What follows belongs to an exercise in optimizing a design on an open flow for small area; a production flow would make more cautious choices.
Only simulation tests tie the RTL to the original design; equivalence was not proved.
Power is estimated from default activity; no workload was simulated.

[design.v]
module rerok_rx (
    input  wire        clk,
    input  wire        rst,           
    input  wire        from_board,    
    input  wire        sym_valid,
    input  wire [9:0]  sym,
    output wire        word_valid,
    output wire [5:0]  word_index,
    output wire [31:0] word_data,
    output wire        frame_done,
    output reg  [2:0]  frame_reason,
    output wire [7:0]  frame_type,
    output wire [15:0] frame_seq,
    output wire [7:0]  frame_len
);
    localparam [2:0] R_OK    = 3'd0;
    localparam [2:0] R_CODE  = 3'd1;
    localparam [2:0] R_TYPE  = 3'd2;
    localparam [2:0] R_LEN   = 3'd3;
    localparam [2:0] R_CRC   = 3'd4;
    localparam [2:0] R_FIELD = 3'd5;
    localparam [1:0] S_HUNT  = 2'd0;    
    localparam [1:0] S_COMMA = 2'd1;    
    localparam [1:0] S_BODY  = 2'd2;    
    localparam [1:0] S_CRC   = 2'd3;    
    reg         rd;          
    reg  [1:0]  state;
    reg  [7:0]  pos;         
    reg  [7:0]  f_type;
    reg  [15:0] f_seq;
    reg  [5:0]  f_len;       
    reg  [31:0] crc;         
    reg  [23:0] word_sr;     
    reg         field_ok;    
    reg         crc_ok;      
    wire take = sym_valid & ~rst;
    wire [7:0] db;
    wire       is_data, is_comma, rd_next;
    rerok_rx_dec u_dec (
        .sym(sym), .rd(rd),
        .db(db), .is_data(is_data), .is_comma(is_comma), .rd_next(rd_next));
    wire in_frame = state[1];
    wire hdr      = (state == S_BODY) & pos[7] & pos[6];
    wire pay      = (state == S_BODY) & ~(pos[7] & pos[6]);
    wire last_b   = (pos[1:0] == 2'd3);        
    wire [7:0] pos_inc = pos + 8'd1;
    wire type_ok, len_ok, fld_now;
    rerok_rx_chk u_chk (
        .from_board(from_board), .f_type(f_type), .db(db), .f_len(f_len),
        .w1_b1(word_sr[23:16]),
        .type_ok(type_ok), .len_ok(len_ok), .fld_ok(fld_now));
    wire        crc_keep = is_data & (in_frame | (state == S_COMMA));
    wire [31:0] crc_nx;
    wire        crc_byte_ok;
    rerok_rx_crc u_crc (
        .crc(crc), .db(db), .keep(crc_keep), .k(pos[1:0]),
        .crc_nx(crc_nx), .byte_ok(crc_byte_ok));
    wire crc_good = crc_byte_ok & crc_ok;
    wire start    = take & (state == S_COMMA) & is_data & (db != 8'hC5) & (db != 8'h50);
    wire code_end = take & in_frame & ~is_data;
    wire len_end  = take & hdr & last_b & is_data & ~(type_ok & len_ok);
    wire crc_end  = take & (state == S_CRC) & last_b & is_data;
    assign word_valid = take & pay & last_b & is_data;
    assign word_index = pos[7:2];
    assign word_data  = {db, word_sr};
    assign frame_done = code_end | len_end | crc_end;
    always @(*) begin
        if (!is_data)       frame_reason = R_CODE;
        else if (hdr)       frame_reason = type_ok ? R_LEN : R_TYPE;
        else if (!crc_good) frame_reason = R_CRC;
        else if (!field_ok) frame_reason = R_FIELD;
        else                frame_reason = R_OK;
    end
    assign frame_type = f_type;
    assign frame_seq  = f_seq;
    assign frame_len  = hdr ? db : {2'b00, f_len};
    always @(posedge clk) begin
        if (rst) begin
            rd    <= 1'b0;
            state <= S_HUNT;
        end else if (sym_valid) begin
            rd <= rd_next;
            if (in_frame && !is_data)
                state <= is_comma ? S_COMMA : S_HUNT;
            else begin
                case (state)
                    S_HUNT:  if (is_comma) state <= S_COMMA;
                    S_COMMA: if (is_comma) state <= S_COMMA;
                             else if (start) state <= S_BODY;
                             else state <= S_HUNT;
                    S_BODY:  if (hdr && last_b && !(type_ok && len_ok)) state <= S_HUNT;
                             else if (pay && last_b && pos_inc[7:2] == f_len) state <= S_CRC;
                    default: if (last_b) state <= S_HUNT;
                endcase
            end
        end
    end
    always @(posedge clk) begin
        if (take) begin
            pos     <= start ? 8'hFD : pos_inc;
            word_sr <= {db, word_sr[23:8]};
            crc     <= crc_nx;
            crc_ok  <= crc_byte_ok & (crc_ok | (pos[1:0] == 2'd0));
            if (start)
                f_type <= db;
            if (hdr && !last_b)
                f_seq <= {db, f_seq[15:8]};
            if (hdr)
                f_len <= db[5:0];
            if (pay && pos == 8'd6)
                field_ok <= fld_now;
        end
    end
endmodule
module rerok_rx_dec (
    input  wire [9:0] sym,
    input  wire       rd,
    output wire [7:0] db,          
    output wire       is_data,     
    output wire       is_comma,    
    output wire       rd_next      
);
    wire [5:0] c6 = sym[9:4];
    wire [3:0] c4 = sym[3:0];
    wire [5:0] u;
    reg p6, m6, p4, m4;
    always @(*) begin
        case (c6)
            6'b000000: {p6, m6} = 2'b01;
            6'b000001: {p6, m6} = 2'b01;
            6'b000010: {p6, m6} = 2'b01;
            6'b000011: {p6, m6} = 2'b01;
            6'b000100: {p6, m6} = 2'b01;
            6'b000101: {p6, m6} = 2'b01;
            6'b000110: {p6, m6} = 2'b01;
            6'b000111: {p6, m6} = 2'b10;
            6'b001000: {p6, m6} = 2'b01;
            6'b001001: {p6, m6} = 2'b01;
            6'b001010: {p6, m6} = 2'b01;
            6'b001100: {p6, m6} = 2'b01;
            6'b001111: {p6, m6} = 2'b10;
            6'b010000: {p6, m6} = 2'b01;
            6'b010001: {p6, m6} = 2'b01;
            6'b010010: {p6, m6} = 2'b01;
            6'b010100: {p6, m6} = 2'b01;
            6'b010111: {p6, m6} = 2'b10;
            6'b011000: {p6, m6} = 2'b01;
            6'b011011: {p6, m6} = 2'b10;
            6'b011101: {p6, m6} = 2'b10;
            6'b011110: {p6, m6} = 2'b10;
            6'b011111: {p6, m6} = 2'b10;
            6'b100000: {p6, m6} = 2'b01;
            6'b100001: {p6, m6} = 2'b01;
            6'b100010: {p6, m6} = 2'b01;
            6'b100100: {p6, m6} = 2'b01;
            6'b100111: {p6, m6} = 2'b10;
            6'b101000: {p6, m6} = 2'b01;
            6'b101011: {p6, m6} = 2'b10;
            6'b101101: {p6, m6} = 2'b10;
            6'b101110: {p6, m6} = 2'b10;
            6'b101111: {p6, m6} = 2'b10;
            6'b110000: {p6, m6} = 2'b01;
            6'b110011: {p6, m6} = 2'b10;
            6'b110101: {p6, m6} = 2'b10;
            6'b110110: {p6, m6} = 2'b10;
            6'b110111: {p6, m6} = 2'b10;
            6'b111000: {p6, m6} = 2'b01;
            6'b111001: {p6, m6} = 2'b10;
            6'b111010: {p6, m6} = 2'b10;
            6'b111011: {p6, m6} = 2'b10;
            6'b111100: {p6, m6} = 2'b10;
            6'b111101: {p6, m6} = 2'b10;
            6'b111110: {p6, m6} = 2'b10;
            6'b111111: {p6, m6} = 2'b10;
            default: {p6, m6} = 2'b00;
        endcase
        case (c4)
            4'b0000: {p4, m4} = 2'b01;
            4'b0001: {p4, m4} = 2'b01;
            4'b0010: {p4, m4} = 2'b01;
            4'b0011: {p4, m4} = 2'b10;
            4'b0100: {p4, m4} = 2'b01;
            4'b0111: {p4, m4} = 2'b10;
            4'b1000: {p4, m4} = 2'b01;
            4'b1011: {p4, m4} = 2'b10;
            4'b1100: {p4, m4} = 2'b01;
            4'b1101: {p4, m4} = 2'b10;
            4'b1110: {p4, m4} = 2'b10;
            4'b1111: {p4, m4} = 2'b10;
            default: {p4, m4} = 2'b00;
        endcase
    end
    reg ok6;
    always @(*) begin
        case (u)
            6'b001011: ok6 = 1'b1;
            6'b001101: ok6 = 1'b1;
            6'b001110: ok6 = 1'b1;
            6'b010011: ok6 = 1'b1;
            6'b010101: ok6 = 1'b1;
            6'b010110: ok6 = 1'b1;
            6'b010111: ok6 = 1'b1;
            6'b011001: ok6 = 1'b1;
            6'b011010: ok6 = 1'b1;
            6'b011011: ok6 = 1'b1;
            6'b011100: ok6 = 1'b1;
            6'b011101: ok6 = 1'b1;
            6'b011110: ok6 = 1'b1;
            6'b100011: ok6 = 1'b1;
            6'b100101: ok6 = 1'b1;
            6'b100110: ok6 = 1'b1;
            6'b100111: ok6 = 1'b1;
            6'b101001: ok6 = 1'b1;
            6'b101010: ok6 = 1'b1;
            6'b101011: ok6 = 1'b1;
            6'b101100: ok6 = 1'b1;
            6'b101101: ok6 = 1'b1;
            6'b101110: ok6 = 1'b1;
            6'b110001: ok6 = 1'b1;
            6'b110010: ok6 = 1'b1;
            6'b110011: ok6 = 1'b1;
            6'b110100: ok6 = 1'b1;
            6'b110101: ok6 = 1'b1;
            6'b110110: ok6 = 1'b1;
            6'b111000: ok6 = 1'b1;
            6'b111001: ok6 = 1'b1;
            6'b111010: ok6 = 1'b1;
            default: ok6 = 1'b0;
        endcase
    end
    wire [4:0] dx;
    wire [2:0] dy;
    assign dx[0] = (c6[5] & c6[1] & ~c6[0]) | (c6[5] & c6[3] & ~c6[0]) | (c6[4] & ~c6[3] & ~c6[2] & ~c6[1]) | (~c6[5] & c6[2] & c6[1] & c6[0]) | (c6[4] & ~c6[3] & ~c6[1] & ~c6[0]) | (c6[5] & ~c6[4] & ~c6[2] & c6[1]) | (~c6[4] & c6[3] & ~c6[2] & ~c6[1]) | (~c6[4] & ~c6[3] & c6[2] & ~c6[1] & c6[0]) | (c6[4] & c6[3] & c6[2] & c6[0]);
    assign dx[1] = (c6[4] & c6[1] & ~c6[0]) | (~c6[5] & ~c6[3] & c6[2] & c6[0]) | (c6[4] & c6[2] & ~c6[0]) | (c6[5] & ~c6[3] & ~c6[2] & ~c6[1]) | (c6[5] & ~c6[2] & ~c6[1] & ~c6[0]) | (~c6[5] & c6[3] & ~c6[2] & ~c6[1] & c6[0]) | (c6[5] & c6[3] & c6[1] & c6[0]) | (~c6[5] & ~c6[3] & c6[1] & c6[0]) | (c6[5] & c6[3] & c6[2] & c6[0]);
    assign dx[2] = (c6[3] & c6[1] & ~c6[0]) | (c6[5] & c6[3] & ~c6[0]) | (~c6[5] & ~c6[4] & c6[2] & c6[0]) | (~c6[4] & c6[3] & c6[1]) | (c6[5] & ~c6[4] & ~c6[2] & ~c6[1]) | (~c6[5] & c6[4] & ~c6[2] & ~c6[1] & c6[0]) | (~c6[5] & c6[4] & c6[2] & ~c6[1] & ~c6[0]) | (c6[4] & c6[2] & c6[1] & c6[0]) | (c6[5] & c6[4] & c6[2] & c6[0]);
    assign dx[3] = (~c6[5] & c6[2] & ~c6[0]) | (c6[2] & c6[1] & ~c6[0]) | (~c6[5] & c6[4] & ~c6[3] & ~c6[1]) | (~c6[4] & c6[3] & ~c6[1] & ~c6[0]) | (~c6[5] & ~c6[4] & c6[3] & ~c6[1]) | (c6[5] & ~c6[4] & ~c6[3] & ~c6[1] & c6[0]) | (c6[4] & c6[2] & ~c6[0]) | (c6[4] & c6[2] & c6[1]) | (c6[5] & c6[3] & c6[1] & c6[0]) | (c6[5] & c6[4] & c6[1] & c6[0]) | (c6[5] & c6[4] & c6[3] & c6[0]);
    assign dx[4] = (~c6[2] & c6[1] & c6[0]) | (c6[4] & c6[3] & c6[1]) | (c6[5] & c6[2] & c6[1] & ~c6[0]) | (~c6[5] & c6[4] & ~c6[3] & c6[2] & ~c6[0]) | (~c6[5] & ~c6[4] & c6[3] & c6[2] & ~c6[0]) | (c6[5] & c6[3] & c6[1]) | (c6[5] & c6[4] & c6[1]) | (~c6[4] & ~c6[3] & ~c6[2] & c6[0]) | (~c6[5] & ~c6[3] & ~c6[2] & ~c6[1]) | (~c6[5] & ~c6[4] & ~c6[2] & ~c6[1]) | (~c6[4] & ~c6[3] & ~c6[1] & ~c6[0]) | (~c6[5] & ~c6[4] & ~c6[3] & ~c6[1]);
    assign dy[0] = (c4[3] & ~c4[0]) | (~c4[2] & ~c4[1]) | (~c4[3] & c4[1] & c4[0]);
    assign dy[1] = (~c4[3] & c4[0]) | (c4[2] & c4[1]) | (c4[3] & ~c4[1] & ~c4[0]);
    assign dy[2] = (c4[1] & ~c4[0]) | (~c4[2] & ~c4[0]) | (c4[2] & c4[1]) | (~c4[3] & ~c4[2] & ~c4[1]) | (c4[3] & c4[2] & c4[0]);
    wire rd6 = p6 | (~m6 & rd);
    assign rd_next = p4 | (~m4 & rd6);
    assign u = c6 ^ {6{rd}};
    wire [3:0] v = c4 ^ {4{rd6}};
    wire alt7 = (u == 6'b100011) || (u == 6'b010011) || (u == 6'b001011);
    wire ok4  = (v == 4'b1011) || (v == 4'b1001) || (v == 4'b0101) || (v == 4'b1100) ||
                (v == 4'b1101) || (v == 4'b1010) || (v == 4'b0110) ||
                (v == 4'b1110 && !alt7) || (v == 4'b0111 && alt7);
    assign is_data  = ok6 & ok4;
    assign is_comma = ((sym ^ {10{rd}}) == 10'b0011111010);
    assign db = {dy, dx};
endmodule
module rerok_rx_chk (
    input  wire       from_board,
    input  wire [7:0] f_type,
    input  wire [7:0] db,           
    input  wire [5:0] f_len,        
    input  wire [7:0] w1_b1,        
    output wire       type_ok,      
    output reg        len_ok,       
    output reg        fld_ok        
);
    wire [3:0] tl = f_type[3:0];
    reg tdef;
    always @(*) begin
        case (tl)
            4'd1, 4'd2, 4'd7, 4'd8: tdef = ~from_board;
            4'd3, 4'd6, 4'd9:       tdef = 1'b1;
            4'd4, 4'd5:             tdef = from_board;
            default:                tdef = 1'b0;
        endcase
    end
    assign type_ok = tdef & (f_type[7:4] == 4'd0);
    wire [5:0] l  = db[5:0];
    wire       hz = (db[7:6] == 2'd0);
    always @(*) begin
        case (tl)
            4'd1:       len_ok = hz & (l == 6'd7);
            4'd2:       len_ok = hz & (l >= 6'd3) & (l <= 6'd33) & l[0];
            4'd3, 4'd4: len_ok = hz & (l == 6'd2);
            4'd5:       len_ok = hz & (l >= 6'd3) & (l <= 6'd35);
            4'd6:       len_ok = hz & ((l == 6'd3) | (l == 6'd4));
            4'd7:       len_ok = hz & (l == 6'd3);
            4'd8:       len_ok = hz & (l == 6'd4);
            default:    len_ok = hz & (l >= 6'd3) & (l <= 6'd19);
        endcase
    end
    wire [1:0] op   = w1_b1[1:0];
    wire [3:0] cnt  = w1_b1[7:4];
    wire [7:0] stat = db;
    wire [5:0] nrep = db[5:0];
    wire len3   = (f_len[5:2] == 4'd0);                  
    wire lencnt = (f_len == {2'd0, cnt} + 6'd4);
    always @(*) begin
        case (tl)
            4'd5:    fld_ok = ~from_board | ({1'b0, f_len} == {1'b0, nrep} + 7'd3);
            4'd6:    fld_ok = f_len[2] ~^ from_board;    
            4'd9:    fld_ok = from_board ?
                              ((stat != 8'd0 || op == 2'd1) ? len3 : (op == 2'd0) ? lencnt : 1'b1) :
                              ((op == 2'd1) ? lencnt : (op == 2'd0) ? len3 : 1'b1);
            default: fld_ok = 1'b1;
        endcase
    end
endmodule
module rerok_rx_crc (
    input  wire [31:0] crc,
    input  wire [7:0]  db,
    input  wire        keep,
    input  wire [1:0]  k,           
    output wire [31:0] crc_nx,
    output wire        byte_ok      
);
    wire [7:0]  s;
    wire [31:0] un;
    rerok_rx_xor2 x0 (.a(crc[0]), .b(db[0]), .y(s[0]));
    rerok_rx_xor2 x1 (.a(crc[1]), .b(db[1]), .y(s[1]));
    rerok_rx_xor2 x2 (.a(crc[2]), .b(db[2]), .y(s[2]));
    rerok_rx_xor2 x3 (.a(crc[3]), .b(db[3]), .y(s[3]));
    rerok_rx_xor2 x4 (.a(crc[4]), .b(db[4]), .y(s[4]));
    rerok_rx_xor2 x5 (.a(crc[5]), .b(db[5]), .y(s[5]));
    rerok_rx_xor2 x6 (.a(crc[6]), .b(db[6]), .y(s[6]));
    rerok_rx_xor2 x7 (.a(crc[7]), .b(db[7]), .y(s[7]));
    wire t0;
    rerok_rx_xor2 x8 (.a(s[0]), .b(s[1]), .y(t0));
    wire t1;
    rerok_rx_xor2 x9 (.a(s[2]), .b(s[3]), .y(t1));
    wire t2;
    rerok_rx_xor2 x10 (.a(s[4]), .b(s[5]), .y(t2));
    wire t3;
    rerok_rx_xor2 x11 (.a(s[6]), .b(s[7]), .y(t3));
    wire t4;
    rerok_rx_xor2 x12 (.a(s[0]), .b(s[6]), .y(t4));
    wire t5;
    rerok_rx_xor2 x13 (.a(s[1]), .b(s[7]), .y(t5));
    wire t6;
    rerok_rx_xor2 x14 (.a(s[2]), .b(t2), .y(t6));
    wire t7;
    rerok_rx_xor2 x15 (.a(s[3]), .b(s[4]), .y(t7));
    wire t8;
    rerok_rx_xor2 x16 (.a(s[5]), .b(t0), .y(t8));
    wire t9;
    rerok_rx_xor2 x17 (.a(s[0]), .b(s[4]), .y(t9));
    wire t10;
    rerok_rx_xor2 x18 (.a(s[1]), .b(s[2]), .y(t10));
    wire t11;
    rerok_rx_xor2 x19 (.a(s[1]), .b(t3), .y(t11));
    wire t12;
    rerok_rx_xor2 x20 (.a(s[3]), .b(t2), .y(t12));
    wire t13;
    rerok_rx_xor2 x21 (.a(s[4]), .b(t0), .y(t13));
    wire t14;
    rerok_rx_xor2 x22 (.a(s[5]), .b(t1), .y(t14));
    wire t15;
    rerok_rx_xor2 x23 (.a(s[7]), .b(t6), .y(t15));
    wire t16;
    rerok_rx_xor2 x24 (.a(t3), .b(t7), .y(t16));
    rerok_rx_xnor2 x25 (.a(crc[8]), .b(s[2]), .y(un[0]));
    rerok_rx_nand2 x26 (.a(un[0]), .b(keep), .y(crc_nx[0]));
    wire o1_0;
    rerok_rx_xor2 x27 (.a(crc[9]), .b(s[0]), .y(o1_0));
    rerok_rx_xnor2 x28 (.a(o1_0), .b(s[3]), .y(un[1]));
    rerok_rx_nand2 x29 (.a(un[1]), .b(keep), .y(crc_nx[1]));
    rerok_rx_xnor2 x30 (.a(crc[10]), .b(t13), .y(un[2]));
    rerok_rx_nand2 x31 (.a(un[2]), .b(keep), .y(crc_nx[2]));
    wire o3_0;
    rerok_rx_xor2 x32 (.a(crc[11]), .b(s[5]), .y(o3_0));
    rerok_rx_xnor2 x33 (.a(o3_0), .b(t10), .y(un[3]));
    rerok_rx_nand2 x34 (.a(un[3]), .b(keep), .y(crc_nx[3]));
    wire o4_0;
    rerok_rx_xor2 x35 (.a(crc[12]), .b(t1), .y(o4_0));
    rerok_rx_xnor2 x36 (.a(o4_0), .b(t4), .y(un[4]));
    rerok_rx_nand2 x37 (.a(un[4]), .b(keep), .y(crc_nx[4]));
    wire o5_0;
    rerok_rx_xor2 x38 (.a(crc[13]), .b(t5), .y(o5_0));
    rerok_rx_xnor2 x39 (.a(o5_0), .b(t7), .y(un[5]));
    rerok_rx_nand2 x40 (.a(un[5]), .b(keep), .y(crc_nx[5]));
    rerok_rx_xnor2 x41 (.a(crc[14]), .b(t2), .y(un[6]));
    rerok_rx_nand2 x42 (.a(un[6]), .b(keep), .y(crc_nx[6]));
    wire o7_0;
    rerok_rx_xor2 x43 (.a(crc[15]), .b(s[5]), .y(o7_0));
    rerok_rx_xnor2 x44 (.a(o7_0), .b(t4), .y(un[7]));
    rerok_rx_nand2 x45 (.a(un[7]), .b(keep), .y(crc_nx[7]));
    rerok_rx_xnor2 x46 (.a(crc[16]), .b(t11), .y(un[8]));
    rerok_rx_nand2 x47 (.a(un[8]), .b(keep), .y(crc_nx[8]));
    rerok_rx_xnor2 x48 (.a(crc[17]), .b(s[7]), .y(un[9]));
    rerok_rx_nand2 x49 (.a(un[9]), .b(keep), .y(crc_nx[9]));
    rerok_rx_xnor2 x50 (.a(crc[18]), .b(s[2]), .y(un[10]));
    rerok_rx_nand2 x51 (.a(un[10]), .b(keep), .y(crc_nx[10]));
    rerok_rx_xnor2 x52 (.a(crc[19]), .b(s[3]), .y(un[11]));
    rerok_rx_nand2 x53 (.a(un[11]), .b(keep), .y(crc_nx[11]));
    rerok_rx_xnor2 x54 (.a(crc[20]), .b(t9), .y(un[12]));
    rerok_rx_nand2 x55 (.a(un[12]), .b(keep), .y(crc_nx[12]));
    rerok_rx_xnor2 x56 (.a(crc[21]), .b(t8), .y(un[13]));
    rerok_rx_nand2 x57 (.a(un[13]), .b(keep), .y(crc_nx[13]));
    wire o14_0;
    rerok_rx_xor2 x58 (.a(crc[22]), .b(s[6]), .y(o14_0));
    rerok_rx_xnor2 x59 (.a(o14_0), .b(t10), .y(un[14]));
    rerok_rx_nand2 x60 (.a(un[14]), .b(keep), .y(crc_nx[14]));
    wire o15_0;
    rerok_rx_xor2 x61 (.a(crc[23]), .b(s[7]), .y(o15_0));
    rerok_rx_xnor2 x62 (.a(o15_0), .b(t1), .y(un[15]));
    rerok_rx_nand2 x63 (.a(un[15]), .b(keep), .y(crc_nx[15]));
    wire o16_0;
    rerok_rx_xor2 x64 (.a(crc[24]), .b(t1), .y(o16_0));
    rerok_rx_xnor2 x65 (.a(o16_0), .b(t9), .y(un[16]));
    rerok_rx_nand2 x66 (.a(un[16]), .b(keep), .y(crc_nx[16]));
    wire o17_0;
    rerok_rx_xor2 x67 (.a(crc[25]), .b(t0), .y(o17_0));
    rerok_rx_xnor2 x68 (.a(o17_0), .b(t12), .y(un[17]));
    rerok_rx_nand2 x69 (.a(un[17]), .b(keep), .y(crc_nx[17]));
    wire o18_0;
    rerok_rx_xor2 x70 (.a(crc[26]), .b(s[6]), .y(o18_0));
    wire o18_1;
    rerok_rx_xor2 x71 (.a(o18_0), .b(t0), .y(o18_1));
    rerok_rx_xnor2 x72 (.a(o18_1), .b(t6), .y(un[18]));
    rerok_rx_nand2 x73 (.a(un[18]), .b(keep), .y(crc_nx[18]));
    wire o19_0;
    rerok_rx_xor2 x74 (.a(crc[27]), .b(t11), .y(o19_0));
    rerok_rx_xnor2 x75 (.a(o19_0), .b(t14), .y(un[19]));
    rerok_rx_nand2 x76 (.a(un[19]), .b(keep), .y(crc_nx[19]));
    rerok_rx_xnor2 x77 (.a(crc[28]), .b(t16), .y(un[20]));
    rerok_rx_nand2 x78 (.a(un[20]), .b(keep), .y(crc_nx[20]));
    rerok_rx_xnor2 x79 (.a(crc[29]), .b(t15), .y(un[21]));
    rerok_rx_nand2 x80 (.a(un[21]), .b(keep), .y(crc_nx[21]));
    wire o22_0;
    rerok_rx_xor2 x81 (.a(crc[30]), .b(s[6]), .y(o22_0));
    rerok_rx_xnor2 x82 (.a(o22_0), .b(t14), .y(un[22]));
    rerok_rx_nand2 x83 (.a(un[22]), .b(keep), .y(crc_nx[22]));
    rerok_rx_xnor2 x84 (.a(crc[31]), .b(t16), .y(un[23]));
    rerok_rx_nand2 x85 (.a(un[23]), .b(keep), .y(crc_nx[23]));
    rerok_rx_xnor2 x86 (.a(s[0]), .b(t15), .y(un[24]));
    rerok_rx_nand2 x87 (.a(un[24]), .b(keep), .y(crc_nx[24]));
    wire o25_0;
    rerok_rx_xor2 x88 (.a(s[6]), .b(t1), .y(o25_0));
    rerok_rx_xnor2 x89 (.a(o25_0), .b(t8), .y(un[25]));
    rerok_rx_nand2 x90 (.a(un[25]), .b(keep), .y(crc_nx[25]));
    wire o26_0;
    rerok_rx_xor2 x91 (.a(t1), .b(t3), .y(o26_0));
    rerok_rx_xnor2 x92 (.a(o26_0), .b(t13), .y(un[26]));
    rerok_rx_nand2 x93 (.a(un[26]), .b(keep), .y(crc_nx[26]));
    rerok_rx_xnor2 x94 (.a(t5), .b(t12), .y(un[27]));
    rerok_rx_nand2 x95 (.a(un[27]), .b(keep), .y(crc_nx[27]));
    rerok_rx_xnor2 x96 (.a(t2), .b(t4), .y(un[28]));
    rerok_rx_nand2 x97 (.a(un[28]), .b(keep), .y(crc_nx[28]));
    rerok_rx_xnor2 x98 (.a(t3), .b(t8), .y(un[29]));
    rerok_rx_nand2 x99 (.a(un[29]), .b(keep), .y(crc_nx[29]));
    rerok_rx_xnor2 x100 (.a(t0), .b(t3), .y(un[30]));
    rerok_rx_nand2 x101 (.a(un[30]), .b(keep), .y(crc_nx[30]));
    assign crc_nx[31] = t5 | ~keep;
    reg [7:0] kc;
    always @(*) begin
        case (k)
            2'd0:    kc = 8'hFF;
            2'd1:    kc = 8'h72;
            2'd2:    kc = 8'h00;
            default: kc = 8'hED;
        endcase
    end
    assign byte_ok = (s == kc);
endmodule
module rerok_rx_xor2 (input wire a, input wire b, output wire y);
    assign y = a ^ b;
endmodule
module rerok_rx_xnor2 (input wire a, input wire b, output wire y);
    assign y = ~(a ^ b);
endmodule
module rerok_rx_nand2 (input wire a, input wire b, output wire y);
    assign y = ~(a & b);
endmodule
[flow/run.sh]
#!/bin/bash
# The standard layout, with the port buffers made from buf_1 cells and a clock tree
# without dummy loads. Each tool's full output goes to a log file in this folder.
set -euo pipefail
bash standard.sh \
  "BUFFER_PORTS_ARGS=-buffer_cell sky130_fd_sc_hd__buf_1" \
  "CTS_ARGS=-sink_clustering_enable -repair_clock_nets -dont_use_dummy_load" \
  finish > flow_make.log 2>&1
[standard.sh]
#!/bin/bash
# synth_recipe.tcl (not shown) runs the flow's synth.tcl, then flattens the netlist and writes it again
# the make line also repeats each setting of config.mk as NAME=value (left out here)
make -C /OpenROAD-flow-scripts/flow DESIGN_CONFIG=/design/flow/config.mk WORK_HOME=/design/flow/orfs CLKGATE_MAP_FILE= SYNTH_SCRIPT=/design/flow/synth_recipe.tcl "${@:-finish}"
[config.mk]
export PLATFORM = sky130hd
export DESIGN_NAME = rerok_rx
export DESIGN_NICKNAME = rerok_rx
export VERILOG_FILES = /design/flow/design.v
export SDC_FILE = /design/flow/constraint.sdc
export NUM_CORES = 4
export LEC_CHECK = 0
export CAP_MARGIN = 20
export CORE_MARGIN = 2
export CORE_UTILIZATION = 40
export SLEW_MARGIN = 20
export SYNTH_HIERARCHICAL = 1
[constraint.sdc]
create_clock -name core_clock -period 10.0 [get_ports {clk}]
set_input_delay 2.0000 -clock core_clock [delete_from_list [all_inputs] [get_ports {clk}]]
set_output_delay 2.0000 -clock core_clock [all_outputs]
set_load 0.01 [all_outputs]
==> parameters.txt <==
Parameter                              Value

Pwr
  Total net switching power    0.2861 mW
  Maximum vdd ir drop    76.48 uV
  Total design power    0.9983 mW
  Combinational Power Share    0.230
  P_leak    2.235 nW
  Cell-internal power    0.7122 mW
  Switching Share    0.2866
  Relative contribution of the clock network to total power    0.296
  Sequential share of power    0.474
  Total power divided by cell area    144.0 nW/um^2

Final layout
  Antenna diode count    0
  Number of standard cells in the final layout excluding fillers    892
  Synthesis-to-finish area growth    10.84%
  Cell area after layout    6934 um^2
  Number of nets in the layout    711
  Fraction of layout instances using a drive strength above 1    0.05433
  Core utilization of the finished layout    0.4544

Worst setup path
  CP Cell Sequence    buf_1 > o21ai_0 > nand3_1 > o21ai_0 > a21oi_1 > inv_1 > ha_1 > nand2b_1 > o21ai_0 > a211oi_1 > a311o_1 > a32o_1 > nand2_1 > nand4_1 > a21oi_1 > buf_1
  Reg-to-reg setup timing slack    6070 ps
  Most frequent CP cell    sky130_fd_sc_hd__o21ai_0
  Element type at the critical path start    input pin
  Cells on worst reg2reg path    15
  Longest individual stage delay on the worst path    800 ps
  Buf+Inv Stages, Crit Path    3
  Category of cells accounting for the largest share of critical-path delay    compound AO/OA/AOI/OAI gates
  CP arrival    6230 ps
  Data required time at the worst endpoint    8000 ps
  FF-to-FF Start    rd
  Slowest cell on the critical path    sky130_fd_sc_hd__a21oi_1
  Startpoint of the most critical setup path    sym[6]
  Number of stages on the worst setup path    16
  End point of the critical path    frame_done
  Critical path capture point type    output pin
  Highest fanout seen on the critical path    24
  Worst setup path class    input pin to output pin
  End of the worst register-to-register path    state[0]

Timing
  Transition time of the tightest slew-check pin    994.9 ps
  Max-slew violation count    0
  Min cycle time layout    8235 ps
  Relative slew slack    0.3367
  Share of the clock period used by the worst path after layout    0.8235
  Final hold slack    435.6 ps
  Slack of the critical path    1765 ps
  Final count of hold timing violations    0
  Final setup TNS    0 ps
  Worst-case clock skew    14.29 ps
  Final setup violation count    0
  Highest achievable clock rate    121.4 MHz
  RSZ-0062 raised after global routing    no

Logic synthesis
  Top flip-flop cell by instance count after synthesis    sky130_fd_sc_hd__edfxtp_1
  Seq cells post-synth    99
  Net count after synthesis    642
  Sequential cell area fraction in the yosys report    0.4704
  Synthesized area divided by synthesized cell count    10.19 um^2
  Post-Synthesis Cell Area    6256 um^2
  Number of instances in the synthesized netlist    614
  Number of enable flip-flop cells after synthesis    96
  Async set or reset register ratio after synthesis    0
  Number of library cell types mapped by synthesis    77
  Yosys warns    10
  Library cell occupying the most area in the post-synthesis netlist    sky130_fd_sc_hd__edfxtp_1
  Yosys top cell area share    0.4608
  Most area-consuming cells after synthesis    sky130_fd_sc_hd__edfxtp_1 (46%), sky130_fd_sc_hd__xor2_1 (8.0%), sky130_fd_sc_hd__xnor2_1 (6.3%), sky130_fd_sc_hd__nand2_1 (5.8%), sky130_fd_sc_hd__ha_1 (2.8%)

Clocking
  Num CTS Buffers    9
  H-tree lvl count    3
  Number of sinks handled by clock tree synthesis    99
  Clock network latency to the later pin of the worst-skew pair    350 ps
  Maximum buffer depth of the clock tree    2
  Clock slew at the register clock pins of the worst setup and hold paths    60 ps
  Clock tree from TritonCTS    yes
  Number of gates resized after CTS    0
  Post CTS Setup Buffer Count    0
  CTS hold repair buffers    0
  Clock root buffer master    sky130_fd_sc_hd__clkbuf_16

Place
  Cell count after placement    883
  Count of input and output buffers    88
  Post-Place Setup Slack    1853 ps
  Area post-placement    6708 um^2
  DPL Wire Length    10450 um
  Routability-driven placement congestion ratio    0.8871

Floorplanning
  Starting density of the core    0.4100
  Core region area    15260 um^2
  Die footprint    16660 um^2
  Core Rows    45
  Number of top-level pins    89
  Die Height    129.1 um
  X dimension of the die    129.1 um

Route
  Residual DRC count    0
  DRC marker count from the first detailed-route iteration    474
  Via count    4785
  Total Routed Length    15130 um
  First drt pass iteration count    5
  Average wire per cell in the routed design    16.96 um
  Vias per Instance    5.364
  Post-DRT Antenna Nets    0

GRT
  Overall routing resource usage    0.1817
  Vias in the first global route    4396
  Largest net degree at the start of global routing    67
  Number of antenna violations at the first check in global routing    0
  Wire length of the first global-routing pass    23360 um
  GRT overflow    0

Run status
  Outcome  no timing/DRC/antenna violations

Min path
  Hold/Removal Path Class    flop to flop

Flow run
  Max-cap violation count    0
==> modules after synthesis (local to each module, per instance) <==
| module | flip-flops and latches | copies in the design | cell area, um^2 | cells |
|---|---|---|---|---|
| rerok_rx_xor2 | 0 | 40 | 8.758 | 1 |
| rerok_rx | 99 | 1 | 3785 | 240 |
| rerok_rx_dec | 0 | 1 | 885.8 | 149 |
| rerok_rx_crc | 0 | 1 | 136.4 | 21 |
| rerok_rx_nand2 | 0 | 31 | 3.754 | 1 |
| rerok_rx_xnor2 | 0 | 31 | 8.758 | 1 |
| rerok_rx_chk | 0 | 1 | 710.7 | 102 |
==> worst min path at each step <==
| stage | startpoint | end | slack [ps] | cells after the start |
|---|---|---|---|---|
| 6_report | f_seq[12] | f_seq[4] | 440 | 0 |
| 4_1_cts | f_seq[12] | f_seq[4] | 440 | 0 |
| 3_3_place_gp | word_sr[11] | word_sr[3] | 430 | 0 |
| 3_5_place_dp | f_seq[11] | f_seq[3] | 430 | 0 |
| 5_1_grt | f_seq[12] | f_seq[4] | 440 | 0 |
| 2_1_floorplan | rd | rd | 480 | 2 |
==> flip-flops by register name, summed over array words and instances, names as in the netlist <==
register,count
pos,8
rd,1
word_sr,24
crc_ok,1
f_type,8
state,2
crc,32
field_ok,1
f_seq,16
f_len,6
==> layout make-up <==
class | instances | area [um^2]
clock buffers | 9 | 225.2
repair buffers | 99 | 412.9
fillers | 1460 | 8324
inverters | 21 | 78.83
well taps | 211 | 264.0
flip-flops and latches | 99 | 2943
multi-input cells | 453 | 3010
==> Yosys cell counts, drive strengths merged (3+ instances only) <==
cell	count
mux2i	3
buf	20
nand3b	4
and3	6
nand2b	9
xnor2	45
nor2b	12
o21a	3
and2	7
or3	4
nand4	6
nor3	9
maj3	7
a21oi	19
o2111ai	3
inv	21
o311ai	4
o21ai	21
nand2	97
clkbuf	21
dfxtp	3
o22ai	5
nand3	15
edfxtp	96
a31oi	6
nor2	35
ha	14
nor4	6
nor4b	3
xor2	57
==> metal layers <==
metal / global-route usage / part of all wire / vias up
met5: 0 / 0 / -
met2: 0.2674 / 0.44 / 175
met3: 0.03757 / 0.059 / 32
li1: - / - / 2315
met1: 0.2495 / 0.47 / 2263
met4: 0.1042 / 0.030 / 0
==> kinds of logic after synthesis <==
group / after synthesis / synth area share
xor+xnor: 102 / 0.1428
flops: 99 / 0.4704
simple gates: 225 / 0.1756
compound gates: 101 / 0.1142
mux: 4 / 0.006600
fa+ha+maj: 21 / 0.04000
buf+inv: 62 / 0.05040
==> placed cells by master, fill, tap and decap left out, drive strengths merged, types with 3 or more instances in the layout <==
cell type / count
dfxtp: 3
xnor2: 45
and2: 7
o22ai: 5
nand2: 97
and3: 6
o21a: 3
o2111ai: 3
nor4b: 3
nand3b: 4
buf: 99
a31oi: 6
or3: 4
inv: 21
a21oi: 19
nor4: 6
o311ai: 4
clkbuf: 9
ha: 14
maj3: 7
nand3: 15
edfxtp: 96
nor3: 9
o21ai: 21
mux2i: 3
nor2: 35
nor2b: 12
xor2: 57
nand2b: 9
nand4: 6
==> power groups by stage <==
stage	registers [mW]	clock network, mW	logic [mW]
final	0.473	0.296	0.229
after global routing	0.474	0.318	0.251
after CTS	0.473	0.306	0.228
after detailed placement	0.482	0	0.226
after global placement	0.482	0	0.223
after floorplan	0.481	0	0.175

what the ideal ports hide:
In the flow no input, the clock included, has a driving cell. The finished layout below was timed again as built, in two steps. Step 1 assumes that a clkbuf_16 drives the clock port and a buf_2 every other input. Step 2 moves the port delays by t, midway between the first and last clock arrival at a register: inputs arrive t later, outputs are due t later. That takes back most of the time a late clock gives input paths. Slacks: ideal / step 1 / step 2; pairs: ideal / step 1.
t, ns: 0.381
setup WS [ns]: 1.765 / 1.738 / 1.738
hold WS [ns]: 0.436 / 0.436 / 0.436
slew at the worst register clock pin (ns): 0.07 / 0.07
pins driven straight from the clock port: 1
After both steps setup and hold are still met in this run. The setup slack of this run moves by -0.027 ns with the drivers and by -0.027 ns with both steps.
